Background: an optimization exercise with open tools, aiming at small area, a short achievable clock period and few clock cycles per item. Do not read the settings as production practice.
Only simulation tests tie the RTL to the original design; equivalence was not proved.

==> flow/design.v, too long to show whole: its modules and the start of the top module <==
// module loop_frame: 501 lines
// module lf_mac32: 1765 lines
// module lf_mac33: 1793 lines
// module lf_add33: 127 lines
module loop_frame (
    input  wire        clk,
    input  wire        rst,
    input  wire        cmd_valid,
    output wire        cmd_ready,
    input  wire [1:0]  cmd_op,
    input  wire [5:0]  cmd_addr,
    input  wire [31:0] cmd_data,
    input  wire [31:0] in_y,
    input  wire [31:0] in_r,
    input  wire [31:0] in_x1,
    input  wire [31:0] in_x2,
    input  wire [31:0] in_x3,
    output reg         out_valid,
    output reg  [31:0] out_value,
    output reg  [1:0]  out_lim,
    output reg  [11:0] out_flags
);
  // ...
==> flow/flow/run.sh <==
#!/bin/bash
# Layout flow: the standard ORFS flow (standard.sh), with repair_timing aimed
# at a setup slack margin so that the critical paths are sized for a short period.
# The clock period and all constraints stay the design's. Each make/tool output
# goes to its own log in this folder (ORFS also keeps its per-step logs under orfs/logs).
set -euo pipefail
MARGIN=24
bash standard.sh SYNTH_ARGS=-noabc SETUP_SLACK_MARGIN=$MARGIN MATCH_CELL_FOOTPRINT=0 synth > flow_synth.log 2>&1
bash standard.sh SETUP_SLACK_MARGIN=$MARGIN MATCH_CELL_FOOTPRINT=0 floorplan > flow_floorplan.log 2>&1
bash standard.sh SETUP_SLACK_MARGIN=$MARGIN MATCH_CELL_FOOTPRINT=0 place > flow_place.log 2>&1
bash standard.sh SETUP_SLACK_MARGIN=$MARGIN MATCH_CELL_FOOTPRINT=0 cts > flow_cts.log 2>&1
bash standard.sh SETUP_SLACK_MARGIN=$MARGIN MATCH_CELL_FOOTPRINT=0 MAX_REPAIR_ANTENNAS_ITER_DRT=10 route > flow_route.log 2>&1
bash standard.sh SETUP_SLACK_MARGIN=$MARGIN MATCH_CELL_FOOTPRINT=0 finish > flow_finish.log 2>&1
==> flow/standard.sh <==
#!/bin/bash
# synth_recipe.tcl (not shown) runs the flow's synth.tcl, then flattens the netlist and writes it again
# the make line also repeats each setting of config.mk as NAME=value (left out here)
make -C /OpenROAD-flow-scripts/flow DESIGN_CONFIG=/design/flow/config.mk WORK_HOME=/design/flow/orfs CLKGATE_MAP_FILE= SYNTH_SCRIPT=/design/flow/synth_recipe.tcl "${@:-finish}"
==> flow/config.mk <==
export PLATFORM = sky130hd
export DESIGN_NAME = loop_frame
export DESIGN_NICKNAME = loop_frame
export VERILOG_FILES = /design/flow/design.v
export SDC_FILE = /design/flow/constraint.sdc
export NUM_CORES = 8
export LEC_CHECK = 0
export ABC_AREA = 1
export CAP_MARGIN = 20
export CORE_MARGIN = 2
export CORE_UTILIZATION = 40
export CTS_BUF_LIST = sky130_fd_sc_hd__clkbuf_8
export PLACE_DENSITY = 0.7
export SLEW_MARGIN = 30
export TNS_END_PERCENT = 5
==> flow/constraint.sdc <==
create_clock -name core_clock -period 32.0 [get_ports {clk}]
set_input_delay 6.4000 -clock core_clock [delete_from_list [all_inputs] [get_ports {clk}]]
set_output_delay 6.4000 -clock core_clock [all_outputs]
set_load 0.01 [all_outputs]
==> results.txt, run 1 <==
status=complete, no violations; GPL Wtd Cong=approximately 1.1; placed cell count=34300; Multi-In Gates=~20000; Synth Area in Adders=0.256; Detailed Routing Iterations Pass 1=9; Top delay family on crit path=simple AND/OR/NAND/NOR gates; proportion of layout cells with a drive suffix above 1=0.0891; Hold Path Cell Cnt=0; Nets=roughly 30000; CP Launch Type=flop; CP max-delay cell=edfxtp_1; fin crit period=approximately 8400 ps; Worst Hold Slack=273 ps; post-route design area=between 200000 and 300000 µm²; postcts setup bufs=33; well tap count=between 7000 and 8000; clk_skew=between 150 and 200 ps; vias in the first global route=between 200k and 250k; sequential share of cell area=0.251; detailed-route via count=roughly 220k; bufs w/o clock=922; Worst path max stage delay=1070 ps; cell row count=280; period utilization=0.261; P&R area growth vs syn=11.2%; worst path required time=between 30000 and 40000 ps; Sink Count=about 2800
Testbench counts, summed over its fixed seeds: cycles 11,312, frames 1,600.
==> inputs of run 2 (changes only) <==
--- a/flow/config.mk
+++ b/flow/config.mk
@@ -9,7 +9,6 @@
 export CAP_MARGIN = 20
 export CORE_MARGIN = 2
 export CORE_UTILIZATION = 40
-export CTS_BUF_LIST = sky130_fd_sc_hd__clkbuf_8
 export PLACE_DENSITY = 0.7
 export SLEW_MARGIN = 30
-export TNS_END_PERCENT = 5
+export TNS_END_PERCENT = 0
==> run 2 against run 1 <==
Area after synthesis unchanged. Register-to-register slack improved by 150 ps. Flip-flop and latch count stayed put. Synthesized cell count unchanged. Final area barely moved. First-iteration DRC count shrank 0.56%. Global-route usage is essentially flat.
==> results.txt, run 2 <==
status=complete, no violations (unchanged); cell row count=280 (unchanged); Final Hold Viols=0 (unchanged); fin crit period=8200 ps (was 8350 ps); Sequential Area=65200 µm² (about the same); Multi-input gate area=154000 µm² (about the same); Nets=30600 (was 30800); syn_area_per_cell=8.55 µm² (unchanged); gate count of the mapped netlist=27300 (unchanged); CTS buffer count=318 (was 474); most frequent cells in the layout=nand2_1 (5001), inv_1 (2771), xor2_1 (2548) (was nand2_1 (4984), inv_1 (2906), xor2_1 (2543)); fillcell total=56700 (was 56800); Root Buffer=clkbuf_16 (was clkbuf_8); most common cell after layout, fill and taps aside=nand2_1 (unchanged); Max-Cap Viols=0 (unchanged); Worst-path clk slew=60 ps (was 70 ps); Worst slew margin=0.180 (was 0.119); TritonCTS clock tree=done (unchanged); DRT antenna net count=0 (unchanged); CP Capture Type=flop (unchanged); Post-synth top flop=dfxtp_1 (unchanged); largest net degree at the start of global routing=106 (unchanged); Vias/cell=6.11 (about the same); I/O pin cnt=251 (unchanged); Sink Count=2792 (unchanged); CP Launch Type=flop (unchanged); Syn Nets=31100 (unchanged); Worst path max stage delay=870 ps (was 1070 ps); Initial Utilization=0.402 (unchanged); Die W=768 µm (unchanged); total global-route track usage=0.357 (about the same); post-synth cell types=79 (unchanged); FMAX=122 MHz (was 120 MHz); Setup Viol. Count Final=0 (unchanged); Hold Crit Class=reg2reg (unchanged); P&R area growth vs syn=11.1% (was 11.2%); Iteration-0 DRC Markers=32200 (was 32400); # port buffers=250 (unchanged); share of the synthesized area in the top cell type=0.179 (unchanged); EDFF count, synth=900 (unchanged); ys async rst share=0 (unchanged); Mapped Area=234000 µm² (unchanged); H-Tree Depth=5 (unchanged); setup TNS=0 ps (unchanged); Synth area leaders=fa_1 (18%), dfxtp_1 (16%), edfxtp_1 (12%) (unchanged); Worst Path Class, Setup=reg2reg (unchanged); Syn. warnings=1 (unchanged); CP max-delay cell=dfxtp_2 (was edfxtp_1); final WL=1100 mm (about the same); initial antenna violation count=142 (was 133); top cells by count, synth=nand2_1 (5056), inv_1 (2851), xor2_1 (2564) (unchanged); WL per Instance=31.4 µm (was 31.2 µm); count leader, synth=nand2_1 (unchanged); drt drc=0 (unchanged); vias in the first global route=203000 (was 204000); GRT overflow=0 (unchanged); core area=582000 µm² (unchanged); unrepaired setup endpoints after global routing=true (unchanged); Slew Limit Fails=0 (unchanged); die area=590000 µm² (unchanged); first-pass GRT wire length=1520 mm (was 1530 mm); Seq/Total Area, Yosys=0.278 (unchanged); Synth Register Bits=2792 (unchanged); Die Y=768 µm (unchanged); Clock Latency Late Sink=1070 ps (was 1340 ps); clk_skew=138 ps (was 189 ps); CTS hold repair buffers=0 (unchanged); Yosys top cell by area=fa_1 (unchanged); crit-path max FO=32 (was 16); period utilization=0.256 (was 0.261); GPL Wtd Cong=1.10 (unchanged); worst path required time=32910 ps (was 33170 ps); Detailed Routing Iterations Pass 1=12 (was 9); detailed-route via count=214000 (was 216000); Detail Placement HPWL=829 mm (unchanged); proportion of layout cells with a drive suffix above 1=0.0800 (was 0.0891); crit path DAT=9110 ps (was 9520 ps); clk buf depth=4 (unchanged); most used cell, CP=nand2_1 (unchanged); Worst-Margin Slew=1230 ps (was 1320 ps)
-- run 2: cell counts after synthesis --
No cell type changed its count.
-- run 2: final cells by class --
| type | instances | area share |
|---|---|---|
| tap | 7755 | 0.0374 |
| clock buffer | 409 | 0.0344 |
| clock inverter | 182 | 0.00872 |
| antenna | 76 | 0.000733 |
| timing repair inverter | 3 | 0.0000626 |
| sequential | 2792 | 0.251 |
| inverter | 2894 | 0.0423 |
| timing repair buffer | 914 | 0.0338 |
| multi-input combinational | 20000 | 0.592 |
-- run 2: critical path, delay by kind of cell, from the launching register on --
kind | cells | cell delay, ps
adder cells (fa/ha/maj) | 6 | 2640
AND/OR/NAND/NOR | 19 | 2800
AO/OA/AOI/OAI | 4 | 1320
buffers and inverters | 4 | 370
flip-flops | 1 | 870
-- run 2: logic make-up (layout without fill, tap and decap cells) --
group                      Yosys count  count (layout)  synth area share
xor gates and xnor gates          2791            2791             0.105
buffers and inverters             4575            4402            0.0745
AOI/OAI and AO/OA                 6007            6010             0.150
other                                0              76                 0
and+or+nand+nor                   7598            7601             0.134
DFF                               2792            2792             0.278
muxes                               45              45           0.00217
adders and majority gates         3536            3536             0.256
-- run 2: metal layers --
metal,track usage,up-vias,share of wire
li1,-,90200,-
met1,0.448,104000,0.36
met2,0.516,16100,0.41
met3,0.114,3823,0.13
met4,0.260,72,0.093
met5,0,-,0.00048
-- run 2: metrics by stage --
stage | hold WS, ps | std cells | worst slack [ps] | area [µm²] | util
2_1_floorplan | 310 | 27300 | 24930 | 234000 | -
4_1_cts | 211 | 34900 | 23790 | 257000 | 0.441
3_3_place_gp | 310 | 34300 | 22930 | 244000 | 0.420
5_1_grt | 228 | 35000 | 23780 | 259000 | 0.446
6_report | 215 | 35000 | 23800 | 260000 | 0.446
3_5_place_dp | 312 | 34300 | 22890 | 244000 | 0.420
-- run 2: what timing repair did --
item                                    4_1_cts  5_1_grt
endpoints found under the setup margin      706      767
hold endpoints to repair                      0        0
cloned                                        4       12
resized for setup                           300      555
pin swaps                                     6       36
buffers inserted                             26       43
-- run 2: path summary, 6_finish.rpt --
check        slack (ps)  depth (start not counted)                 end                from
min reg2reg         220                          0  ring0[114]$_DFF_P_  ring0[146]$_DFF_P_
max reg2reg       23800                         33     xq1[19]$_DFF_P_       a1s11$_DFF_P_
min                 220                          0  ring0[114]$_DFF_P_  ring0[146]$_DFF_P_
max               23800                         33     xq1[19]$_DFF_P_       a1s11$_DFF_P_
==> inputs of run 3 (changes only) <==
--- a/flow/config.mk
+++ b/flow/config.mk
@@ -9,6 +9,6 @@
 export CAP_MARGIN = 20
 export CORE_MARGIN = 2
 export CORE_UTILIZATION = 40
-export PLACE_DENSITY = 0.7
+export PLACE_DENSITY = 0.8
 export SLEW_MARGIN = 30
 export TNS_END_PERCENT = 0
==> run 3 against run 2 <==
First-iteration DRC count up 2.9%. Global-route usage rose by 2.4 points. Critical path depth decreased by 5. Cell count grew 0.23%. Via count increased by 1.7%. Clock skew down 23 ps. Count of clock-buffer cells in the layout rose by 28.
==> results.txt, run 3 <==
post-route design area=259000 µm² (was 260000 µm²); vias in the first global route=209000 (was 203000); Sink Count=2792 (unchanged); Worst slew margin=0.190 (was 0.180); Hold Path Cell Cnt=0 (unchanged); Worst path max stage delay=850 ps (was 870 ps); TritonCTS clock tree=done (unchanged); fin crit period=8350 ps (was 8200 ps); most frequent cells in the layout=nand2_1 (5031), inv_1 (2761), xor2_1 (2536) (was nand2_1 (5001), inv_1 (2771), xor2_1 (2548)); Hold Crit Class=reg2reg (unchanged); clk_skew=115 ps (was 138 ps); share of the synthesized area in the top cell type=0.179 (unchanged); Mapped Area=234000 µm² (unchanged); Worst-Margin Slew=1200 ps (was 1230 ps); Initial Utilization=0.402 (unchanged); syn_area_per_cell=8.55 µm² (unchanged); Clock Latency Late Sink=1090 ps (was 1070 ps); unrepaired setup endpoints after global routing=true (unchanged); count leader, synth=nand2_1 (unchanged); RR Endpoint=xq1[19]$_DFF_P_ (unchanged); gate count of the mapped netlist=27300 (unchanged); total global-route track usage=0.381 (was 0.357); Syn. warnings=1 (unchanged); Top delay family on crit path=adder cells (was simple AND/OR/NAND/NOR gates); Detailed Routing Iterations Pass 1=15 (was 12); Slew Limit Fails=0 (unchanged); setup TNS=0 ps (unchanged); Syn Nets=31100 (unchanged); Synth area leaders=fa_1 (18%), dfxtp_1 (16%), edfxtp_1 (12%) (unchanged); Root Buffer=clkbuf_16 (unchanged); Yosys top cell by area=fa_1 (unchanged); Vias/cell=6.21 (was 6.11); Synth Register Bits=2792 (unchanged); clk buf depth=4 (unchanged); die area=590000 µm² (unchanged); CP max-delay cell=edfxtp_1 (was dfxtp_2); crit-path max FO=31 (was 32); Levels on crit path=28 (was 33); RR Startpoint=u_q[10]$_DFFE_PP_ (was a1s11$_DFF_P_); DRT antenna net count=0 (unchanged); Setup Viol. Count Final=0 (unchanged); Die Y=768 µm (unchanged); Nets=30700 (was 30600); Worst-path clk slew=70 ps (was 60 ps); most used cell, CP=nand2_1 (unchanged); most common cell after layout, fill and taps aside=nand2_1 (unchanged); worst path required time=32860 ps (was 32910 ps); CP Capture Type=flop (unchanged); Hold EP=ring1[127]$_DFF_P_ (was ring0[114]$_DFF_P_); first-pass GRT wire length=1610 mm (was 1520 mm); GRT overflow=0 (unchanged); ys async rst share=0 (unchanged); R2R Setup Slk=23650 ps (was 23800 ps); proportion of layout cells with a drive suffix above 1=0.0769 (was 0.0800); final WL=1180 mm (was 1100 mm); GPL Wtd Cong=1.07 (was 1.10); Detail Placement HPWL=883 mm (was 829 mm); Die W=768 µm (unchanged); P&R area growth vs syn=11.0% (was 11.1%); CTS buffer count=321 (was 318); min-delay src=ring1[159]$_DFF_P_ (was ring0[146]$_DFF_P_); largest net degree at the start of global routing=125 (was 106); CP Buf/Inv Count=1 (was 4); Post-synth top flop=dfxtp_1 (unchanged); FMAX=120 MHz (was 122 MHz); top cells by count, synth=nand2_1 (5056), inv_1 (2851), xor2_1 (2564) (unchanged); WL per Instance=33.5 µm (was 31.4 µm); dpl cell area=245000 µm² (was 244000 µm²); cell row count=280 (unchanged); Worst Reg-to-Reg Cells=28 (was 33); status=complete, no violations (unchanged); detailed-route via count=218000 (was 214000); core area=582000 µm² (unchanged); Seq/Total Area, Yosys=0.278 (unchanged); Worst Path Class, Setup=reg2reg (unchanged); period utilization=0.261 (was 0.256); crit path DAT=9210 ps (was 9110 ps); CTS hold repair buffers=0 (unchanged); Iteration-0 DRC Markers=33100 (was 32200); post-synth cell types=79 (unchanged); # port buffers=250 (unchanged); initial antenna violation count=155 (was 142); EDFF count, synth=900 (unchanged); drt drc=0 (unchanged); CP Launch Type=flop (unchanged); H-Tree Depth=5 (unchanged); I/O pin cnt=251 (unchanged); Max-Cap Viols=0 (unchanged); Final Hold Viols=0 (unchanged)
## run 3: cell counts after synthesis
Identical to the previous run, type by type.
## run 3: stage by stage
step,worst slack (ps),hold WS [ps],utilization,std cells
floorplan,24930,310,-,27300
global placement,21720,310,0.420,34200
detailed placement,22120,312,0.421,34300
CTS,23620,278,0.442,34900
global route,23560,289,0.446,35000
finish,23650,278,0.446,35100
## run 3: kinds of logic (layout without fill, tap and decap cells)
family                   Yosys count  count (layout)  synth area share
flip-flops                      2792            2792             0.278
adder cells (fa/ha/maj)         3536            3536             0.256
multiplexers                      45              45           0.00217
buffers and inverters           4575            4453            0.0745
XOR/XNOR                        2791            2791             0.105
AND/OR/NAND/NOR                 7598            7599             0.134
AO/OA/AOI/OAI                   6007            6008             0.150
other                              0             111                 0
## run 3: how the worst max path moves through the flow
| stage | start | end |
|---|---|---|
| after floorplan | rst | flB[0]$_SDFFE_PP0P_ |
| after global placement | xq3[31]$_DFFE_PP_ | s1_3[12]$_DFFE_PP_ |
| after detailed placement | xq3[31]$_DFFE_PP_ | s1_3[13]$_DFFE_PP_ |
| after CTS | bq3[6]$_DFF_P_ | s1_3[8]$_DFFE_PP_ |
| after global routing | bq3[23]$_DFF_P_ | s1_3[4]$_DFFE_PP_ |
| final | u_q[10]$_DFFE_PP_ | xq1[19]$_DFF_P_ |
## run 3: per-layer routing
metal	routed length [µm]	GRT usage	up-vias
li1	-	-	90300
met1	430000	0.471	106000
met2	488000	0.564	16900
met3	159000	0.140	4307
met4	96900	0.237	120
met5	2000	0.00901	-
## run 3: area by class of cell
class                   count  area [µm²]
diodes                    111         278
clock buffers             437        9200
clock inverters           157        2170
fillers                 56600      322000
inverters                2894       11000
multi-input cells       20000      153000
flip-flops and latches   2792       65100
well taps                7755        9700
repair buffers            961        9000
repair inverters            4        20.0
## run 3: timing repair
action / 4_1_cts / 5_1_grt
endpoints found under the hold margin: 0 / 0
cloned: 1 / 8
endpoints found under the setup margin: 725 / 852
pin swaps: 17 / 25
setup buffers: 62 / 49
resized for setup: 247 / 376
==> inputs of run 4 (changes only) <==
--- a/flow/config.mk
+++ b/flow/config.mk
@@ -9,6 +9,6 @@
 export CAP_MARGIN = 20
 export CORE_MARGIN = 2
 export CORE_UTILIZATION = 40
-export PLACE_DENSITY = 0.8
+export PLACE_DENSITY = 0.65
 export SLEW_MARGIN = 30
 export TNS_END_PERCENT = 0
==> run 4 against run 3 <==
Flip-flop and latch count did not move. Critical path depth rose by 3. Cell count fell by 0.17%. Count of clock-buffer cells in the layout fell by 12. Global-route usage rose by 0.24 points. Die area did not move. First-iteration DRC count fell by 11%. Synthesized cell count did not move.
==> results.txt, run 4 <==
largest net degree at the start of global routing=117 (was 125); count leader, synth=nand2_1 (unchanged); # port buffers=250 (unchanged); DR top layer=met5 (unchanged); Yosys top cell by area=fa_1 (unchanged); Detail Placement HPWL=887 mm (was 883 mm); largest family of logic cells by synthesized area=adder cells (unchanged); Worst slew margin=0.189 (was 0.190); Post-synth top flop=dfxtp_1 (unchanged); Max-Cap Viols=0 (unchanged); Die W=768 µm (unchanged); Syn Nets=31100 (unchanged); Detailed Routing Iterations Pass 1=9 (was 15); total global-route track usage=0.384 (was 0.381); clk buf depth=4 (unchanged); Initial Utilization=0.402 (unchanged); Seq/Total Area, Yosys=0.278 (unchanged); CP max-delay cell=a221oi_1 (was edfxtp_1); proportion of layout cells with a drive suffix above 1=0.0773 (was 0.0769); Iteration-0 DRC Markers=29600 (was 33100); non-filler instance count after layout=35000 (was 35100); Worst Hold Slack=285 ps (was 278 ps); Slew Limit Fails=0 (unchanged); P&R area growth vs syn=10.8% (was 11.0%); most frequent cells in the layout=nand2_1 (5036), inv_1 (2710), xor2_1 (2538) (was nand2_1 (5031), inv_1 (2761), xor2_1 (2536)); Syn. warnings=1 (unchanged); placed cell count=34200 (was 34300); Hold Crit Class=reg2reg (unchanged); Setup Viol. Count Final=0 (unchanged); most common cell after layout, fill and taps aside=nand2_1 (unchanged); Nets=30600 (was 30700); period utilization=0.263 (was 0.261); fillcell total=57200 (was 56600); FMAX=119 MHz (was 120 MHz); CTS buffer count=324 (was 321); GPL Wtd Cong=1.05 (was 1.07); die area=590000 µm² (unchanged); worst path required time=32890 ps (was 32860 ps); CTS hold repair buffers=0 (unchanged); detailed-route via count=213000 (was 218000); ys async rst share=0 (unchanged); drt drc=0 (unchanged); status=complete, no violations (unchanged); Sink Count=2792 (unchanged); crit-path max FO=32 (was 31); Vias/cell=6.08 (was 6.21); Die Y=768 µm (unchanged); DRT antenna net count=0 (unchanged); WL per Instance=33.5 µm (about the same); routed wl met3=136 mm (was 159 mm); EDFF count, synth=900 (unchanged); TritonCTS clock tree=done (unchanged); Top delay family on crit path=adder cells (unchanged); first-pass GRT wire length=1610 mm (about the same); Worst path max stage delay=690 ps (was 850 ps); top cells by count, synth=nand2_1 (5056), inv_1 (2851), xor2_1 (2564) (unchanged); Final Hold Viols=0 (unchanged); Worst-path clk slew=60 ps (was 70 ps); cell row count=280 (unchanged); GRT overflow=0 (unchanged); fin crit period=8430 ps (was 8350 ps); Worst-Margin Slew=1220 ps (was 1200 ps); Synth area leaders=fa_1 (18%), dfxtp_1 (16%), edfxtp_1 (12%) (unchanged); WL met2=488 mm (about the same); post-synthesis xor/xnor area fraction=0.105 (unchanged); CP Capture Type=flop (unchanged); share of the synthesized area in the top cell type=0.179 (unchanged); Worst Path Class, Setup=reg2reg (unchanged); CP Launch Type=flop (unchanged); Synth Area in Adders=0.256 (unchanged); core area=582000 µm² (unchanged); Simple-Gate Fraction of Synth Area=0.134 (unchanged); Clock Latency Late Sink=1070 ps (was 1090 ps); Synth Register Bits=2792 (unchanged); DRT met1 WL=454 mm (was 430 mm); crit path DAT=9320 ps (was 9210 ps); I/O pin cnt=251 (unchanged); syn_area_per_cell=8.55 µm² (unchanged); CP Buf/Inv Count=2 (was 1); gate count of the mapped netlist=27300 (unchanged); multiplexer share of the synthesized area=0.00217 (unchanged); unrepaired setup endpoints after global routing=true (unchanged); final WL=1180 mm (about the same); most used cell, CP=nand2_1 (unchanged); Mapped Area=234000 µm² (unchanged); setup TNS=0 ps (unchanged); Root Buffer=clkbuf_16 (unchanged); clk_skew=111 ps (was 115 ps); initial antenna violation count=137 (was 155); post-synth cell types=79 (unchanged); vias in the first global route=204000 (was 209000); H-Tree Depth=5 (unchanged); complex-gate fraction of the synthesized area=0.150 (unchanged)
[run 4: cell count changes in the layout (fill, tap and decap cells not counted), moves of 14 or more]
cell and change:
clkinvlp_4 +14, buf_6 -28, inv_1 -51, inv_2 +27
diode_2 -19, buf_4 -26
[run 4: repair_timing]
action | in CTS | in global routing
buffers inserted | 45 | 48
setup endpoints to repair | 780 | 853
hold endpoints to repair | 0 | 0
cloned | 9 | 4
resized for setup | 291 | 378
pin swaps | 6 | 10
[run 4: logic make-up (layout without fill, tap and decap cells)]
kind of cell,count (synthesis),in the layout
AO/OA/AOI/OAI,6007,6009
XOR/XNOR,2791,2791
adder cells (fa/ha/maj),3536,3536
buffers and inverters,4575,4412
flip-flops,2792,2792
multiplexers,45,45
other,0,92
AND/OR/NAND/NOR,7598,7600
[run 4: worst register-to-register path, delay by kind of cell, from the launching register on]
kind | cells | cell delay [ps]
compound gates | 3 | 1490
xor+xnor | 1 | 240
fa+ha+maj | 6 | 2860
buf+inv | 2 | 510
flops | 1 | 310
simple gates | 19 | 2850
[run 4: area by class of cell]
class / count / area [µm²] / share of cell area
tap: 7755 / 9700 / 0.0375
timing repair inverter: 7 / 42.5 / 0.000164
inverter: 2894 / 11100 / 0.0429
multi-input combinational: 20000 / 153000 / 0.590
timing repair buffer: 910 / 8520 / 0.0329
antenna: 92 / 230 / 0.000889
clock inverter: 176 / 2100 / 0.00813
clock buffer: 425 / 9210 / 0.0356
sequential: 2792 / 65200 / 0.252
[run 4: final timing paths]
check                     start            endpoint  slack, ps  cells past startpoint
max               a1s12$_DFF_P_     xq1[24]$_DFF_P_      23570                     31
min          ring3[154]$_DFF_P_  ring3[122]$_DFF_P_        290                      0
min reg2reg  ring3[154]$_DFF_P_  ring3[122]$_DFF_P_        290                      0
max reg2reg       a1s12$_DFF_P_     xq1[24]$_DFF_P_      23570                     31
[run 4: through the flow]
step                       util  setup slack (ps)  area [µm²]
after global placement    0.420             22250      244000
after global routing      0.445             23600      259000
final                     0.445             23570      259000
after CTS                 0.442             23630      257000
after floorplan               -             24930      234000
after detailed placement  0.420             22200      244000
[run 4: layer usage]
metal  vias to the layer above  track usage
met5                         -            0
met4                        52        0.248
met1                    105000        0.493
met2                     14700        0.564
met3                      3242        0.110
li1                      90300            -
==> inputs of run 5 (changes only) <==
--- a/flow/config.mk
+++ b/flow/config.mk
@@ -9,6 +9,6 @@
 export CAP_MARGIN = 20
 export CORE_MARGIN = 2
 export CORE_UTILIZATION = 40
-export PLACE_DENSITY = 0.65
+export PLACE_DENSITY = 0.7
 export SLEW_MARGIN = 30
-export TNS_END_PERCENT = 0
+export TNS_END_PERCENT = 10
==> run 5 against run 4 <==
Still clean on timing, DRC and antenna. Core utilization grew 0.33 points. Cell count is essentially flat. Worst hold slack lost 59 ps. Die area is the same. Synthesized cell count is the same. First-iteration DRC count grew 7.6%. Sequential share of layout area shrank 0.19 points. Count of clock-buffer cells in the layout shrank 16. Critical path type is now reg2out.
==> results.txt, run 5 <==
CTS buffer count=318 (was 324); proportion of layout cells with a drive suffix above 1=0.0849 (was 0.0773); unrepaired setup endpoints after global routing=true (unchanged); status=complete, no violations (unchanged); share of the synthesized area in the top cell type=0.179 (unchanged); WL per Instance=31.5 µm (was 33.5 µm); FMAX=122 MHz (was 119 MHz); vias in the first global route=203000 (was 204000); total global-route track usage=0.357 (was 0.384); fin crit period=8190 ps (was 8430 ps); Post-synth top flop=dfxtp_1 (unchanged); Yosys top cell by area=fa_1 (unchanged); core area=582000 µm² (unchanged); post-route design area=261000 µm² (was 259000 µm²); crit-path max FO=2 (was 32); Worst slew margin=0.173 (was 0.189); most common cell after layout, fill and taps aside=nand2_1 (unchanged); Max-Cap Viols=0 (unchanged); ys async rst share=0 (unchanged); largest net degree at the start of global routing=106 (was 117); syn_area_per_cell=8.55 µm² (unchanged); DRT antenna net count=0 (unchanged); Synth area leaders=fa_1 (18%), dfxtp_1 (16%), edfxtp_1 (12%) (unchanged); Worst-path clk slew=60 ps (about the same); Root Buffer=clkbuf_16 (unchanged); CP Cell Sequence=clkbuf_2; Slew Limit Fails=0 (unchanged); I/O pin cnt=251 (unchanged); drt drc=0 (unchanged); Sink Count=2792 (unchanged); P&R area growth vs syn=11.6% (was 10.8%); # port buffers=250 (unchanged); DR top layer=met5 (unchanged); CP Capture Type=output port (was flop); Syn Nets=31100 (unchanged); Nets=30700 (was 30600); Synth Register Bits=2792 (unchanged); final WL=1100 mm (was 1180 mm); Mapped Area=234000 µm² (unchanged); count leader, synth=nand2_1 (unchanged); dpl cell area=244000 µm² (about the same); crit path DAT=1790 ps (was 9320 ps); EDFF count, synth=900 (unchanged); setup TNS=0 ps (unchanged); Detail Placement HPWL=829 mm (was 887 mm); GRT overflow=0 (unchanged); Worst-Margin Slew=1240 ps (was 1220 ps); Worst path max stage delay=500 ps (was 690 ps); Worst Path Class, Setup=reg2out (was reg2reg); Syn. warnings=1 (unchanged); Setup WS pre-CTS=22890 ps (was 22200 ps); first-pass GRT wire length=1520 mm (was 1610 mm); clk buf depth=4 (unchanged); Die W=768 µm (unchanged); Vias/cell=6.13 (was 6.08); CP Launch Type=flop (unchanged); Detailed Routing Iterations Pass 1=7 (was 9); TritonCTS clock tree=done (unchanged); worst path required time=25600 ps (was 32890 ps); Iteration-0 DRC Markers=31900 (was 29600); clk_skew=132 ps (was 111 ps); CP max-delay cell=dfxtp_2 (was a221oi_1); CP Buf/Inv Count=1 (was 2); Final WS setup=23810 ps (was 23570 ps); initial antenna violation count=137 (unchanged); Clock Latency Late Sink=1060 ps (was 1070 ps); top cells by count, synth=nand2_1 (5056), inv_1 (2851), xor2_1 (2564) (unchanged); gate count of the mapped netlist=27300 (unchanged); Seq/Total Area, Yosys=0.278 (unchanged); Hold Crit Class=reg2reg (unchanged); Initial Utilization=0.402 (unchanged); post-synth cell types=79 (unchanged); Top delay family on crit path=flip-flops (was adder cells); H-Tree Depth=5 (unchanged); die area=590000 µm² (unchanged); Die Y=768 µm (unchanged); routed wl met3=149 mm (was 136 mm); most frequent cells in the layout=nand2_1 (4979), inv_1 (2766), xor2_1 (2544) (was nand2_1 (5036), inv_1 (2710), xor2_1 (2538)); Final Hold Viols=0 (unchanged); period utilization=0.256 (was 0.263); Setup Viol. Count Final=0 (unchanged); cell row count=280 (unchanged); WL met2=450 mm (was 488 mm); detailed-route via count=215000 (was 213000); GPL Wtd Cong=1.10 (was 1.05); DRT met1 WL=400 mm (was 454 mm)
[run 5: cell type report]
type,count,area (µm²)
Antenna cell,92,230
Clock buffer,409,8940
Clock inverter,182,2260
Fill cell,56500,321000
Inverter,2894,11000
Multi-Input combinational cell,20000,154000
Sequential cell,2792,65200
Tap cell,7755,9700
Timing Repair Buffer,940,9310
Timing Repair inverter,3,16.3
[run 5: what timing repair did]
item | CTS | global route
gates cloned | 4 | 18
pin swaps | 8 | 69
setup buffers | 30 | 59
resized for setup | 346 | 721
hold buffers | 0 | 0
setup endpoints to repair | 706 | 768
[run 5: cells by family after synthesis]
kind of cell	share of synthesized area
simple gates	0.134
compound gates	0.150
buf+inv	0.0745
fa+ha+maj	0.256
flops	0.278
xor+xnor	0.105
mux	0.00217
[run 5: path summary, 6_finish.rpt]
check                            startpoint  cells after the start  slack [ps]                 end
hold / removal           ring0[146]$_DFF_P_                      0         230  ring0[114]$_DFF_P_
setup reg to reg          u_q[31]$_DFFE_PP_                     26       23930     xq1[14]$_DFF_P_
hold reg to reg          ring0[146]$_DFF_P_                      0         230  ring0[114]$_DFF_P_
setup / recovery  out_flags[8]$_SDFFE_PP0P_                      1       23810        out_flags[8]
[run 5: stage by stage]
stage | utilization | hold WS, ps | cells
after floorplan | - | 310 | 27300
after global placement | 0.420 | 310 | 34300
after detailed placement | 0.420 | 312 | 34300
after CTS | 0.442 | 211 | 34900
after global routing | 0.448 | 229 | 35000
final | 0.448 | 226 | 35100
[run 5: per-layer routing]
metal / global-route usage / vias to the layer above
li1: - / 90300
met4: 0.260 / 70
met3: 0.116 / 3938
met1: 0.447 / 104000
met2: 0.517 / 16500
met5: 0 / -
==> inputs of run 6 (changes only) <==
--- a/flow/config.mk
+++ b/flow/config.mk
@@ -11,4 +11,4 @@
 export CORE_UTILIZATION = 40
 export PLACE_DENSITY = 0.7
 export SLEW_MARGIN = 30
-export TNS_END_PERCENT = 10
+export TNS_END_PERCENT = 20
==> run 6 against run 5 <==
Largest cell class unchanged. Via count grew 0.16%. Worst hold slack lost 9.7 ps. Sequential share of layout area is essentially flat. Area after synthesis is the same.
==> results.txt, run 6 <==
status=complete, no violations (unchanged); Setup WS pre-CTS=22890 ps (unchanged); post-route design area=261000 µm² (about the same); H-Tree Depth=5 (unchanged); Synth Register Bits=2792 (unchanged); GRT overflow=0 (unchanged); Worst slew margin=0.113 (was 0.173); Detailed Routing Iterations Pass 1=14 (was 7); Syn. warnings=1 (unchanged); worst setup path start=out_value[6]$_SDFFE_PP0P_ (was out_flags[8]$_SDFFE_PP0P_); Die W=768 µm (unchanged); Final Util=0.449 (was 0.448); Top delay family on crit path=flip-flops (unchanged); GPL Wtd Cong=1.10 (unchanged); clk_skew=139 ps (was 132 ps); CP max-delay cell=dfxtp_2 (unchanged); largest net degree at the start of global routing=106 (unchanged); Yosys top cell by area=fa_1 (unchanged); Hold Path Cell Cnt=0 (unchanged); drt drc=0 (unchanged); Iteration-0 DRC Markers=32800 (was 31900); CP Buf/Inv Count=1 (unchanged); EDFF count, synth=900 (unchanged); Levels on crit path=1 (unchanged); # port buffers=250 (unchanged); die area=590000 µm² (unchanged); CTS hold repair buffers=0 (unchanged); Hold EP=ring0[114]$_DFF_P_ (unchanged); post-synth cell types=79 (unchanged); proportion of layout cells with a drive suffix above 1=0.0862 (was 0.0849); Syn Nets=31100 (unchanged); initial antenna violation count=132 (was 137); Nets=30700 (about the same); final WL=1100 mm (about the same); Worst-Margin Slew=1320 ps (was 1240 ps); Die Y=768 µm (unchanged); crit-path max FO=3 (was 2); first-pass GRT wire length=1520 mm (about the same); unrepaired setup endpoints after global routing=true (unchanged); CP Cell Sequence=dlymetal6s2s_1 (was clkbuf_2); dpl cell area=244000 µm² (unchanged); P&R area growth vs syn=11.8% (was 11.6%); R2R Setup Slk=23870 ps (was 23930 ps); CTS buffer count=318 (unchanged); WL per Instance=31.4 µm (was 31.5 µm); period utilization=0.254 (was 0.256); crit path DAT=1740 ps (was 1790 ps); ys async rst share=0 (unchanged); detailed-route via count=215000 (about the same); most frequent cells in the layout=nand2_1 (4966), inv_1 (2767), xor2_1 (2544) (was nand2_1 (4979), inv_1 (2766), xor2_1 (2544)); syn_area_per_cell=8.55 µm² (unchanged); placed cell count=34300 (unchanged); non-filler instance count after layout=35100 (about the same); Synth area leaders=fa_1 (18%), dfxtp_1 (16%), edfxtp_1 (12%) (unchanged); Final Hold Viols=0 (unchanged); Worst Hold Slack=216 ps (was 226 ps); fillcell total=56500 (about the same); cell row count=280 (unchanged); Sink Count=2792 (unchanged); Worst-path clk slew=70 ps (was 60 ps); vias in the first global route=203000 (about the same); Slew Limit Fails=0 (unchanged); setup TNS=0 ps (unchanged); Vias/cell=6.14 (was 6.13); Worst path max stage delay=460 ps (was 500 ps); I/O pin cnt=251 (unchanged); RR Endpoint=xq1[28]$_DFF_P_ (was xq1[14]$_DFF_P_); Detail Placement HPWL=829 mm (unchanged); Worst Reg-to-Reg Cells=30 (was 26); Setup Viol. Count Final=0 (unchanged); Initial Utilization=0.402 (unchanged); Max-Cap Viols=0 (unchanged); Clock Latency Late Sink=1070 ps (was 1060 ps); RR Startpoint=u_q[8]$_DFFE_PP_ (was u_q[31]$_DFFE_PP_); top cells by count, synth=nand2_1 (5056), inv_1 (2851), xor2_1 (2564) (unchanged); fin crit period=8140 ps (was 8190 ps); FMAX=123 MHz (was 122 MHz); count leader, synth=nand2_1 (unchanged); CP Capture Type=output port (unchanged); total global-route track usage=0.357 (about the same); Post-synth top flop=dfxtp_1 (unchanged); CP Launch Type=flop (unchanged); core area=582000 µm² (unchanged); Root Buffer=clkbuf_16 (unchanged); Seq/Total Area, Yosys=0.278 (unchanged); TritonCTS clock tree=done (unchanged); Worst Path Class, Setup=reg2out (unchanged); clk buf depth=4 (unchanged); min-delay src=ring0[146]$_DFF_P_ (unchanged); gate count of the mapped netlist=27300 (unchanged); DRT antenna net count=0 (unchanged); worst path required time=25600 ps (about the same); Final WS setup=23860 ps (was 23810 ps); share of the synthesized area in the top cell type=0.179 (unchanged); Mapped Area=234000 µm² (unchanged); Hold Crit Class=reg2reg (unchanged); most common cell after layout, fill and taps aside=nand2_1 (unchanged)
-- run 6: logic make-up after synthesis --
group                      after synthesis  share of synthesized area
xor gates and xnor gates              2791                      0.105
AOI/OAI and AO/OA                     6007                      0.150
DFF                                   2792                      0.278
and+or+nand+nor                       7598                      0.134
muxes                                   45                    0.00217
buffers and inverters                 4575                     0.0745
adders and majority gates             3536                      0.256
-- run 6: worst max-delay path by stage --
stage / endpoint / slack [ps]
floorplan: flB[0]$_SDFFE_PP0P_ / 24930
global placement: s1_3[3]$_DFFE_PP_ / 22930
detailed placement: s1_3[21]$_DFFE_PP_ / 22890
CTS: out_value[9] / 23820
global route: xq2[32]$_DFF_P_ / 23820
finish: out_value[6] / 23860
-- run 6: per-layer routing --
metal / GRT usage / vias up / part of all wire
met4: 0.258 / 68 / 0.091
met3: 0.115 / 3882 / 0.13
met5: 0 / - / 0.00043
met1: 0.447 / 105000 / 0.36
li1: - / 90400 / -
met2: 0.517 / 16400 / 0.41
-- run 6: layout make-up --
type / instances / area, µm² / area share
multi-input cells: 20000 / 154000 / 0.591
flip-flops and latches: 2792 / 65200 / 0.249
inverters: 2894 / 11000 / 0.0421
well taps: 7755 / 9700 / 0.0371
repair buffers: 951 / 9510 / 0.0364
clock buffers: 409 / 8940 / 0.0342
clock inverters: 182 / 2260 / 0.00866
diodes: 104 / 260 / 0.000996
repair inverters: 3 / 16.3 / 0.0000623
-- run 6: timing repair --
item | in CTS | in global routing
endpoints found under the setup margin | 706 | 664
pin swaps | 11 | 72
buffers inserted | 32 | 69
gates resized for setup | 422 | 729
gates cloned | 4 | 20
==> inputs of run 7 (changes only) <==
--- a/flow/config.mk
+++ b/flow/config.mk
@@ -9,6 +9,6 @@
 export CAP_MARGIN = 20
 export CORE_MARGIN = 2
 export CORE_UTILIZATION = 40
-export PLACE_DENSITY = 0.7
+export PLACE_DENSITY = 0.75
 export SLEW_MARGIN = 30
-export TNS_END_PERCENT = 20
+export TNS_END_PERCENT = 5
==> run 7 against run 6 <==
Cell count barely moved. First-iteration DRC count barely moved. Die area did not move. Still clean.
==> results.txt, run 7 <==
Setup Viol. Count Final=0 (unchanged); Detail Placement HPWL=842 mm (was 829 mm); I/O pin cnt=251 (unchanged); Synth Register Bits=2792 (unchanged); Post-synth top flop=dfxtp_1 (unchanged); total global-route track usage=0.364 (was 0.357); Synth area leaders=fa_1 (18%), dfxtp_1 (16%), edfxtp_1 (12%) (unchanged); CP Capture Type=flop (was output port); Syn. warnings=1 (unchanged); GRT overflow=0 (unchanged); CP Launch Type=flop (unchanged); TritonCTS clock tree=done (unchanged); Mapped Area=234000 µm² (unchanged); Die W=768 µm (unchanged); clk_skew=107 ps (was 139 ps); Die Y=768 µm (unchanged); Worst slew margin=0.0889 (was 0.113); proportion of layout cells with a drive suffix above 1=0.0807 (was 0.0862); die area=590000 µm² (unchanged); CTS hold repair buffers=0 (unchanged); Seq/Total Area, Yosys=0.278 (unchanged); Worst-Margin Slew=1350 ps (was 1320 ps); Slew Limit Fails=0 (unchanged); first-pass GRT wire length=1550 mm (was 1520 mm); Final Util=0.446 (was 0.449); Worst Reg-to-Reg Cells=30 (unchanged); crit path DAT=9220 ps (was 1740 ps); gate count of the mapped netlist=27300 (unchanged); Worst path max stage delay=880 ps (was 460 ps); post-synth cell types=79 (unchanged); cell row count=280 (unchanged); vias in the first global route=207000 (was 203000); count leader, synth=nand2_1 (unchanged); worst path required time=32890 ps (was 25600 ps); Vias/cell=6.18 (was 6.14); Root Buffer=clkbuf_16 (unchanged); FMAX=120 MHz (was 123 MHz); H-Tree Depth=5 (unchanged); syn_area_per_cell=8.55 µm² (unchanged); initial antenna violation count=109 (was 132); Worst Path Class, Setup=reg2reg (was reg2out); status=complete, no violations (unchanged); P&R area growth vs syn=11.0% (was 11.8%); CP max-delay cell=a221oi_1 (was dfxtp_2); most used cell, CP=nand2_1; fin crit period=8330 ps (was 8140 ps); drt drc=0 (unchanged); Sink Count=2792 (unchanged); GPL Wtd Cong=1.11 (was 1.10); R2R Setup Slk=23670 ps (was 23870 ps); Clock Latency Late Sink=1090 ps (was 1070 ps); Worst-path clk slew=80 ps (was 70 ps); min-delay src=ring3[139]$_DFF_P_ (was ring0[146]$_DFF_P_); crit-path max FO=32 (was 3); unrepaired setup endpoints after global routing=true (unchanged); top cells by count, synth=nand2_1 (5056), inv_1 (2851), xor2_1 (2564) (unchanged); Syn Nets=31100 (unchanged); DRT antenna net count=0 (unchanged); Final Hold Viols=0 (unchanged); Hold EP=ring3[107]$_DFF_P_ (was ring0[114]$_DFF_P_); Multi-input gate area=154000 µm² (about the same); EDFF count, synth=900 (unchanged); Hold Path Cell Cnt=0 (unchanged); Max-Cap Viols=0 (unchanged); Sequential Area=65200 µm² (about the same); detailed-route via count=217000 (was 215000); most common cell after layout, fill and taps aside=nand2_1 (unchanged); WL per Instance=32.0 µm (was 31.4 µm); CTS buffer count=314 (was 318); Initial Utilization=0.402 (unchanged); share of the synthesized area in the top cell type=0.179 (unchanged); RR Endpoint=xq2[14]$_DFF_P_ (was xq1[28]$_DFF_P_); fillcell total=56500 (about the same); largest net degree at the start of global routing=125 (was 106); Hold Crit Class=reg2reg (unchanged); final WL=1120 mm (was 1100 mm); Yosys top cell by area=fa_1 (unchanged); core area=582000 µm² (unchanged); most frequent cells in the layout=nand2_1 (5009), inv_1 (2768), xor2_1 (2544) (was nand2_1 (4966), inv_1 (2767), xor2_1 (2544)); Detailed Routing Iterations Pass 1=17 (was 14); RR Startpoint=a1s12$_DFF_P_ (was u_q[8]$_DFFE_PP_); ys async rst share=0 (unchanged); # port buffers=250 (unchanged); Iteration-0 DRC Markers=32800 (about the same); setup TNS=0 ps (unchanged); clk buf depth=4 (unchanged); Nets=30700 (about the same); period utilization=0.260 (was 0.254)
==> run 7: repair_timing <==
| action | CTS | global route |
|---|---|---|
| gates cloned | 6 | 9 |
| pin swaps | 21 | 23 |
| setup buffers | 69 | 49 |
| resized for setup | 272 | 569 |
| endpoints found under the setup margin | 767 | 846 |
==> run 7: cell families (layout without fill, tap and decap cells) <==
family	count (synthesis)	after routing	share of synthesized area
muxes	45	45	0.00217
buffers and inverters	4575	4421	0.0745
and+or+nand+nor	7598	7603	0.134
DFF	2792	2792	0.278
adders and majority gates	3536	3536	0.256
other	0	96	0
AOI/OAI and AO/OA	6007	6008	0.150
xor gates and xnor gates	2791	2791	0.105
==> run 7: area by class of cell <==
class / instances / share of cell area
antenna: 96 / 0.000926
tap: 7755 / 0.0374
inverter: 2894 / 0.0426
timing repair inverter: 4 / 0.0000771
timing repair buffer: 950 / 0.0351
sequential: 2792 / 0.251
multi-input combinational: 20000 / 0.592
clock buffer: 419 / 0.0344
clock inverter: 154 / 0.00681
==> run 7: routing by layer <==
layer,GRT usage,wire length (µm)
met2,0.520,454000
met1,0.449,406000
met4,0.273,108000
met5,0.00966,863
met3,0.127,152000
==> run 7: critical path, delay by kind of cell, from the launching register on <==
kind            cells  cell delay [ps]
compound gates      4             2130
buf+inv             3              590
flops               1              310
fa+ha+maj           5             2510
simple gates       18             2540
==> run 7: worst max-delay path by stage <==
stage	start	end	slack, ps	depth (start not counted)
final	a1s12$_DFF_P_	xq2[14]$_DFF_P_	23670	30
after floorplan	rst	flB[0]$_SDFFE_PP0P_	24930	4
after CTS	bq1[21]$_DFF_P_	xq1[27]$_DFF_P_	23620	31
after global placement	i3$_DFF_P_	s1_3[9]$_DFFE_PP_	21980	29
after global routing	bq3[4]$_DFF_P_	s1_3[6]$_DFFE_PP_	23620	29
after detailed placement	i3$_DFF_P_	s1_3[12]$_DFFE_PP_	22090	30
==> run 7: stage by stage <==
| step | hold slack [ps] | worst slack (ps) | std cells | cell area (µm²) |
|---|---|---|---|---|
| floorplan | 310 | 24930 | 27300 | 234000 |
| finish | 286 | 23670 | 35000 | 260000 |
| CTS | 269 | 23620 | 34900 | 257000 |
| global placement | 309 | 21980 | 34200 | 244000 |
| detailed placement | 312 | 22090 | 34200 | 244000 |
| global route | 289 | 23620 | 35000 | 259000 |
==> inputs of run 8 (changes only) <==
--- a/flow/config.mk
+++ b/flow/config.mk
@@ -9,6 +9,8 @@
 export CAP_MARGIN = 20
 export CORE_MARGIN = 2
 export CORE_UTILIZATION = 40
-export PLACE_DENSITY = 0.75
+export CTS_CLUSTER_DIAMETER = 120
+export CTS_CLUSTER_SIZE = 24
+export PLACE_DENSITY = 0.7
 export SLEW_MARGIN = 30
 export TNS_END_PERCENT = 5
==> run 8 against run 7 <==
Still clean. Register-to-register slack got worse by 20 ps. Setup slack lost 33 ps. Count of clock-buffer cells in the layout shrank 200. Flip-flop and latch count unchanged. Cell count decreased by 1.0%. Area after synthesis stayed put. Via count fell by 1.7%. Clock skew shrank 7.8 ps. Final area shrank 2.2%. Fmax fell by 0.40%.
==> results.txt, run 8 <==
CTS buffer count=159 (was 314); GRT met1 Usage=0.448 (was 0.449); non-filler instance count after layout=34700 (was 35000); most frequent cells in the layout=nand2_1 (4982), inv_1 (2770), xor2_1 (2543) (was nand2_1 (5009), inv_1 (2768), xor2_1 (2544)); # port buffers=250 (unchanged); I/O pin cnt=251 (unchanged); post-route design area=254000 µm² (was 260000 µm²); complex-gate fraction of the synthesized area=0.150 (unchanged); Synth Area in Adders=0.256 (unchanged); count leader, synth=nand2_1 (unchanged); Iteration-0 DRC Markers=32500 (was 32800); CP max-delay cell=clkdlybuf4s50_1 (was a221oi_1); Detail Placement HPWL=829 mm (was 842 mm); core area=582000 µm² (unchanged); Worst Reg-to-Reg Cells=26 (was 30); unrepaired setup endpoints after global routing=true (unchanged); largest net degree at the start of global routing=106 (was 125); post-synth cell types=79 (unchanged); drt drc=0 (unchanged); TritonCTS clock tree=done (unchanged); CP Cell Sequence=clkdlybuf4s50_1; R2R Setup Slk=23650 ps (was 23670 ps); Worst Hold Slack=289 ps (was 286 ps); die area=590000 µm² (unchanged); initial antenna violation count=142 (was 109); multiplexer share of the synthesized area=0.00217 (unchanged); Die W=768 µm (unchanged); vias in the first global route=201000 (was 207000); Sink Count=2792 (unchanged); Initial Utilization=0.402 (unchanged); Vias/cell=6.14 (was 6.18); largest family of logic cells by synthesized area=adder cells (unchanged); total global-route track usage=0.355 (was 0.364); Worst Path Class, Setup=reg2out (was reg2reg); syn_area_per_cell=8.55 µm² (unchanged); H-Tree Depth=4 (was 5); Post-synth top flop=dfxtp_1 (unchanged); crit-path max FO=3 (was 32); gate count of the mapped netlist=27300 (unchanged); Seq/Total Area, Yosys=0.278 (unchanged); crit path DAT=1970 ps (was 9220 ps); Worst path max stage delay=580 ps (was 880 ps); Hold EP=ring0[61]$_DFF_P_ (was ring3[107]$_DFF_P_); Worst-path clk slew=90 ps (was 80 ps); fin crit period=8360 ps (was 8330 ps); GPL Wtd Cong=1.10 (was 1.11); worst path required time=25600 ps (was 32890 ps); post-synthesis xor/xnor area fraction=0.105 (unchanged); most common cell after layout, fill and taps aside=nand2_1 (unchanged); detailed-route via count=213000 (was 217000); first-pass GRT wire length=1510 mm (was 1550 mm); Worst-Margin Slew=1290 ps (was 1350 ps); CP Launch Type=flop (unchanged); Clock Latency Late Sink=1010 ps (was 1090 ps); clk buf depth=4 (unchanged); Yosys top cell by area=fa_1 (unchanged); dpl cell area=244000 µm² (about the same); setup TNS=0 ps (unchanged); top cells by count, synth=nand2_1 (5056), inv_1 (2851), xor2_1 (2564) (unchanged); ys async rst share=0 (unchanged); min-delay src=ring0[93]$_DFF_P_ (was ring3[139]$_DFF_P_); Nets=30500 (was 30700); Final Hold Viols=0 (unchanged); Root Buffer=clkbuf_16 (unchanged); Syn Nets=31100 (unchanged); period utilization=0.261 (was 0.260); EDFF count, synth=900 (unchanged); proportion of layout cells with a drive suffix above 1=0.0700 (was 0.0807); Detailed Routing Iterations Pass 1=9 (was 17); CP Buf/Inv Count=1 (was 3); Mapped Area=234000 µm² (unchanged); Hold Crit Class=reg2reg (unchanged); Max-Cap Viols=0 (unchanged); Setup WS pre-CTS=22890 ps (was 22090 ps); met3 GRT Util=0.109 (was 0.127); GRT overflow=0 (unchanged); cell row count=280 (unchanged); FMAX=120 MHz (about the same); Top delay family on crit path=buffers and inverters (was simple AND/OR/NAND/NOR gates); DRT antenna net count=0 (unchanged); status=complete, no violations (unchanged); Worst slew margin=0.128 (was 0.0889); placed cell count=34300 (was 34200); Syn. warnings=1 (unchanged); Hold Path Cell Cnt=0 (unchanged); final WL=1090 mm (was 1120 mm); Die Y=768 µm (unchanged); RR Startpoint=u_q[6]$_DFFE_PP_ (was a1s12$_DFF_P_); RR Endpoint=xq1[14]$_DFF_P_ (was xq2[14]$_DFF_P_); M2 GR Usage=0.515 (was 0.520); clk_skew=99.3 ps (was 107 ps); CP Capture Type=output port (was flop); most crowded layer after global routing=met2 (unchanged); Synth area leaders=fa_1 (18%), dfxtp_1 (16%), edfxtp_1 (12%) (unchanged); Setup Viol. Count Final=0 (unchanged); Slew Limit Fails=0 (unchanged); WL per Instance=31.6 µm (was 32.0 µm); share of the synthesized area in the top cell type=0.179 (unchanged); Final Util=0.437 (was 0.446); P&R area growth vs syn=8.64% (was 11.0%); Final WS setup=23640 ps (was 23670 ps); Simple-Gate Fraction of Synth Area=0.134 (unchanged); Synth Register Bits=2792 (unchanged)
run 8: cell types whose count changed in the layout (fill, tap and decap cells not counted), moves of 19 or more:
cell,before,now
clkbuf_16,331,169
clkinv_2,52,2
buf_4,492,443
clkbuf_8,54,10
nand2_1,5009,4982
nand2_2,63,90
diode_2,96,74
inv_6,34,12
clkdlybuf4s50_1,209,228
clkinvlp_4,42,23
dlymetal6s2s_1,41,22
run 8: cells by family after synthesis:
| group | after synthesis |
|---|---|
| AOI/OAI and AO/OA | 6007 |
| xor gates and xnor gates | 2791 |
| adders and majority gates | 3536 |
| buffers and inverters | 4575 |
| muxes | 45 |
| and+or+nand+nor | 7598 |
| DFF | 2792 |
run 8: worst max path at each step:
stage                               start                   to  depth (start not counted)
3_3_place_gp                   i3$_DFF_P_    s1_3[3]$_DFFE_PP_                         31
4_1_cts         out_flags[9]$_SDFFE_PP0P_         out_flags[9]                          1
6_report       out_value[31]$_SDFFE_PP0P_        out_value[31]                          1
3_5_place_dp               bq3[1]$_DFF_P_   s1_3[21]$_DFFE_PP_                         29
5_1_grt         out_flags[5]$_SDFFE_PP0P_         out_flags[5]                          1
2_1_floorplan                         rst  flB[0]$_SDFFE_PP0P_                          4
run 8: per-layer routing:
layer / vias to the layer above / routed length (µm)
met5: - / 629
met4: 78 / 98300
met3: 3650 / 144000
met2: 15900 / 450000
met1: 104000 / 401000
li1: 89800 / -
run 8: final cells by class:
class | count | area (µm²)
well taps | 7755 | 9700
repair inverters | 3 | 15.0
repair buffers | 912 | 8940
clock buffers | 219 | 4270
flip-flops and latches | 2792 | 65200
diodes | 74 | 185
fillers | 57200 | 328000
inverters | 2894 | 11000
multi-input cells | 20000 | 154000
clock inverters | 53 | 827
run 8: timing repair:
item,CTS,global route
hold buffers,0,0
buffers inserted,22,41
resized for setup,262,638
cloned,3,12
pin swaps,4,42
endpoints found under the setup margin,702,808
==> inputs of run 9 (changes only) <==
--- a/flow/config.mk
+++ b/flow/config.mk
@@ -9,8 +9,8 @@
 export CAP_MARGIN = 20
 export CORE_MARGIN = 2
 export CORE_UTILIZATION = 40
-export CTS_CLUSTER_DIAMETER = 120
-export CTS_CLUSTER_SIZE = 24
+export CTS_CLUSTER_DIAMETER = 100
+export CTS_CLUSTER_SIZE = 20
 export PLACE_DENSITY = 0.7
 export SLEW_MARGIN = 30
 export TNS_END_PERCENT = 5
==> run 9 against run 8 <==
Register-to-register slack improved by 20 ps. Fmax barely moved. Still clean. Critical path type unchanged. Worst hold slack barely moved.
==> results.txt, run 9 <==
status=complete, no violations (unchanged); GPL Wtd Cong=1.10 (unchanged); Sink Count=2792 (unchanged); syn_area_per_cell=8.55 µm² (unchanged); post-synthesis xor/xnor area fraction=0.105 (unchanged); CP Launch Type=flop (unchanged); Yosys top cell by area=fa_1 (unchanged); final WL=1090 mm (about the same); Die W=768 µm (unchanged); crit-path max FO=3 (unchanged); Detail Placement HPWL=829 mm (unchanged); clk buf depth=4 (unchanged); Final Util=0.438 (was 0.437); largest net degree at the start of global routing=106 (unchanged); Top delay family on crit path=flip-flops (was buffers and inverters); cell row count=280 (unchanged); Slew Limit Fails=0 (unchanged); # port buffers=250 (unchanged); Initial Utilization=0.402 (unchanged); Seq/Total Area, Yosys=0.278 (unchanged); P&R area growth vs syn=8.94% (was 8.64%); ys async rst share=0 (unchanged); Hold Path Cell Cnt=0 (unchanged); largest family of logic cells by synthesized area=adder cells (unchanged); Clock Latency Late Sink=1030 ps (was 1010 ps); Iteration-0 DRC Markers=31900 (was 32500); Root Buffer=clkbuf_16 (unchanged); crit path DAT=1970 ps (about the same); min-delay src=ring2[80]$_DFF_P_ (was ring0[93]$_DFF_P_); Worst Hold Slack=289 ps (about the same); Mapped Area=234000 µm² (unchanged); Max-Cap Viols=0 (unchanged); Syn. warnings=1 (unchanged); H-Tree Depth=4 (unchanged); FMAX=119 MHz (was 120 MHz); RR Endpoint=xq2[16]$_DFF_P_ (was xq1[14]$_DFF_P_); initial antenna violation count=138 (was 142); CTS buffer count=187 (was 159); WL per Instance=31.5 µm (was 31.6 µm); TritonCTS clock tree=done (unchanged); top cells by count, synth=nand2_1 (5056), inv_1 (2851), xor2_1 (2564) (unchanged); Synth area leaders=fa_1 (18%), dfxtp_1 (16%), edfxtp_1 (12%) (unchanged); Multi-input gate area=154000 µm² (about the same); Worst-path clk slew=90 ps (about the same); most common cell after layout, fill and taps aside=nand2_1 (unchanged); Setup Viol. Count Final=0 (unchanged); Sequential Area=65200 µm² (about the same); die area=590000 µm² (unchanged); multiplexer share of the synthesized area=0.00217 (unchanged); Synth Register Bits=2792 (unchanged); setup TNS=0 ps (unchanged); CP Buf/Inv Count=1 (unchanged); drt drc=0 (unchanged); total global-route track usage=0.355 (about the same); Nets=30500 (about the same); unrepaired setup endpoints after global routing=true (unchanged); detailed-route via count=213000 (about the same); Die Y=768 µm (unchanged); post-synth cell types=79 (unchanged); Worst Path Class, Setup=reg2out (unchanged); first-pass GRT wire length=1510 mm (about the same); fin crit period=8370 ps (was 8360 ps); Worst path max stage delay=540 ps (was 580 ps); Syn Nets=31100 (unchanged); CP Cell Sequence=dlymetal6s2s_1 (was clkdlybuf4s50_1); complex-gate fraction of the synthesized area=0.150 (unchanged); I/O pin cnt=251 (unchanged); CTS hold repair buffers=0 (unchanged); GRT overflow=0 (unchanged); Worst-Margin Slew=1320 ps (was 1290 ps); fillcell total=57100 (was 57200); Hold EP=ring2[48]$_DFF_P_ (was ring0[61]$_DFF_P_); Final Hold Viols=0 (unchanged); gate count of the mapped netlist=27300 (unchanged); count leader, synth=nand2_1 (unchanged); period utilization=0.262 (was 0.261); EDFF count, synth=900 (unchanged); core area=582000 µm² (unchanged); Detailed Routing Iterations Pass 1=11 (was 9); Worst Reg-to-Reg Cells=30 (was 26); worst path required time=25600 ps (about the same); Simple-Gate Fraction of Synth Area=0.134 (unchanged); Post-synth top flop=dfxtp_1 (unchanged); CP Capture Type=output port (unchanged); DRT antenna net count=0 (unchanged); Worst slew margin=0.111 (was 0.128); proportion of layout cells with a drive suffix above 1=0.0713 (was 0.0700); CP max-delay cell=dfxtp_1 (was clkdlybuf4s50_1); share of the synthesized area in the top cell type=0.179 (unchanged); Vias/cell=6.14 (about the same); Synth Area in Adders=0.256 (unchanged); Hold Crit Class=reg2reg (unchanged); vias in the first global route=202000 (was 201000); RR Startpoint=u_q[8]$_DFFE_PP_ (was u_q[6]$_DFFE_PP_); R2R Setup Slk=23670 ps (was 23650 ps); most frequent cells in the layout=nand2_1 (4980), inv_1 (2771), xor2_1 (2542) (was nand2_1 (4982), inv_1 (2770), xor2_1 (2543)); clk_skew=103 ps (was 99.3 ps)
## run 9: cell types whose count changed in the layout (fill, tap and decap cells not counted), moves of 7 or more
cell and change:
clkbuf_16 +23, buf_4 +34, buf_6 -21, buf_12 -8
dlymetal6s2s_1 +13, clkdlybuf4s50_1 -13, dfxtp_2 +7
## run 9: what timing repair did
item                                    CTS  global route
pin swaps                                 5            37
endpoints found under the setup margin  713           805
buffers inserted                         26            41
gates cloned                              3             7
resized for setup                       283           596
## run 9: area by class of cell
cell class | count | share of cell area
timing repair buffer | 910 | 0.0343
tap | 7755 | 0.0381
antenna | 79 | 0.000777
inverter | 2894 | 0.0432
clock buffer | 251 | 0.0194
clock inverter | 64 | 0.00399
timing repair inverter | 2 | 0.0000393
sequential | 2792 | 0.256
multi-input combinational | 20000 | 0.604
## run 9: cells by family (layout without fill, tap and decap cells)
group           Yosys count  after routing
buf+inv                4575           4121
flops                  2792           2792
other cells               0             79
xor+xnor               2791           2791
mux                      45             45
fa+ha+maj              3536           3536
simple gates           7598           7599
compound gates         6007           6009
## run 9: layer usage
| layer | up-vias | share of wire | global-route usage |
|---|---|---|---|
| met3 | 3678 | 0.13 | 0.110 |
| met2 | 15900 | 0.41 | 0.514 |
| met4 | 92 | 0.091 | 0.257 |
| met1 | 104000 | 0.37 | 0.448 |
| li1 | 89800 | - | - |
| met5 | - | 0.00084 | 0 |
## run 9: how the worst max path moves through the flow
stage / slack (ps) / depth (start not counted) / start / end
2_1_floorplan: 24930 / 4 / rst / flB[0]$_SDFFE_PP0P_
3_3_place_gp: 22930 / 31 / i3$_DFF_P_ / s1_3[3]$_DFFE_PP_
3_5_place_dp: 22890 / 29 / bq3[1]$_DFF_P_ / s1_3[21]$_DFFE_PP_
4_1_cts: 23620 / 1 / out_value[7]$_SDFFE_PP0P_ / out_value[7]
5_1_grt: 23610 / 31 / xq3[28]$_DFFE_PP_ / out_flags[7]$_SDFFE_PP0P_
6_report: 23630 / 1 / out_value[7]$_SDFFE_PP0P_ / out_value[7]
## run 9: stage by stage
stage                     area, µm²  setup slack, ps  instances
after CTS                    251000            23620      34600
final                        255000            23630      34700
after global routing         254000            23610      34700
after floorplan              234000            24930      27300
after detailed placement     244000            22890      34300
after global placement       244000            22930      34300

-- port drivers added, routing unchanged --
The flow's constraints put no driver on any port. The routed layouts listed below were extracted and timed again, unchanged, in two steps. Step 1 assumes that a clkbuf_16 drives the clock port and a buf_2 every other input. Step 2 moves the port delays by t, midway between the first and last clock arrival at a register: inputs arrive t later, outputs are due t later. That takes back most of the time a late clock gives input paths. Slacks: ideal / step 1 / step 2; pairs: ideal / step 1.
run	t (ns)	slack for setup (ns)	hold slack, ns	worst setup path after step 2	worst slew at a driven data input, ns
run 1	1.385	23.647 / 23.583 / 22.798	0.273 / 0.273 / 0.273	input to register	0.09
run 2	1.130	23.800 / 23.741 / 22.810	0.215 / 0.215 / 0.215	input to register	0.08
run 3	1.186	23.649 / 23.497 / 23.117	0.278 / 0.278 / 0.278	input to register	0.29
run 4	1.142	23.570 / 23.529 / 22.930	0.285 / 0.285 / 0.285	input to register	0.36
run 5	1.131	23.811 / 23.679 / 22.797	0.226 / 0.226 / 0.226	input to register	0.09
run 6	1.135	23.865 / 23.732 / 22.838	0.216 / 0.216 / 0.216	input to register	0.09
run 7	1.171	23.668 / 23.539 / 22.981	0.286 / 0.286 / 0.286	input to register	0.09
run 8	1.102	23.635 / 23.496 / 22.903	0.289 / 0.289 / 0.289	input to register	0.09
run 9	1.116	23.627 / 23.485 / 22.692	0.289 / 0.289 / 0.289	input to register	0.09
After both steps setup and hold are still met in every run listed. For run 6, which loses most, drivers alone change the setup slack by -0.133 ns; drivers and shift together by -1.027 ns.
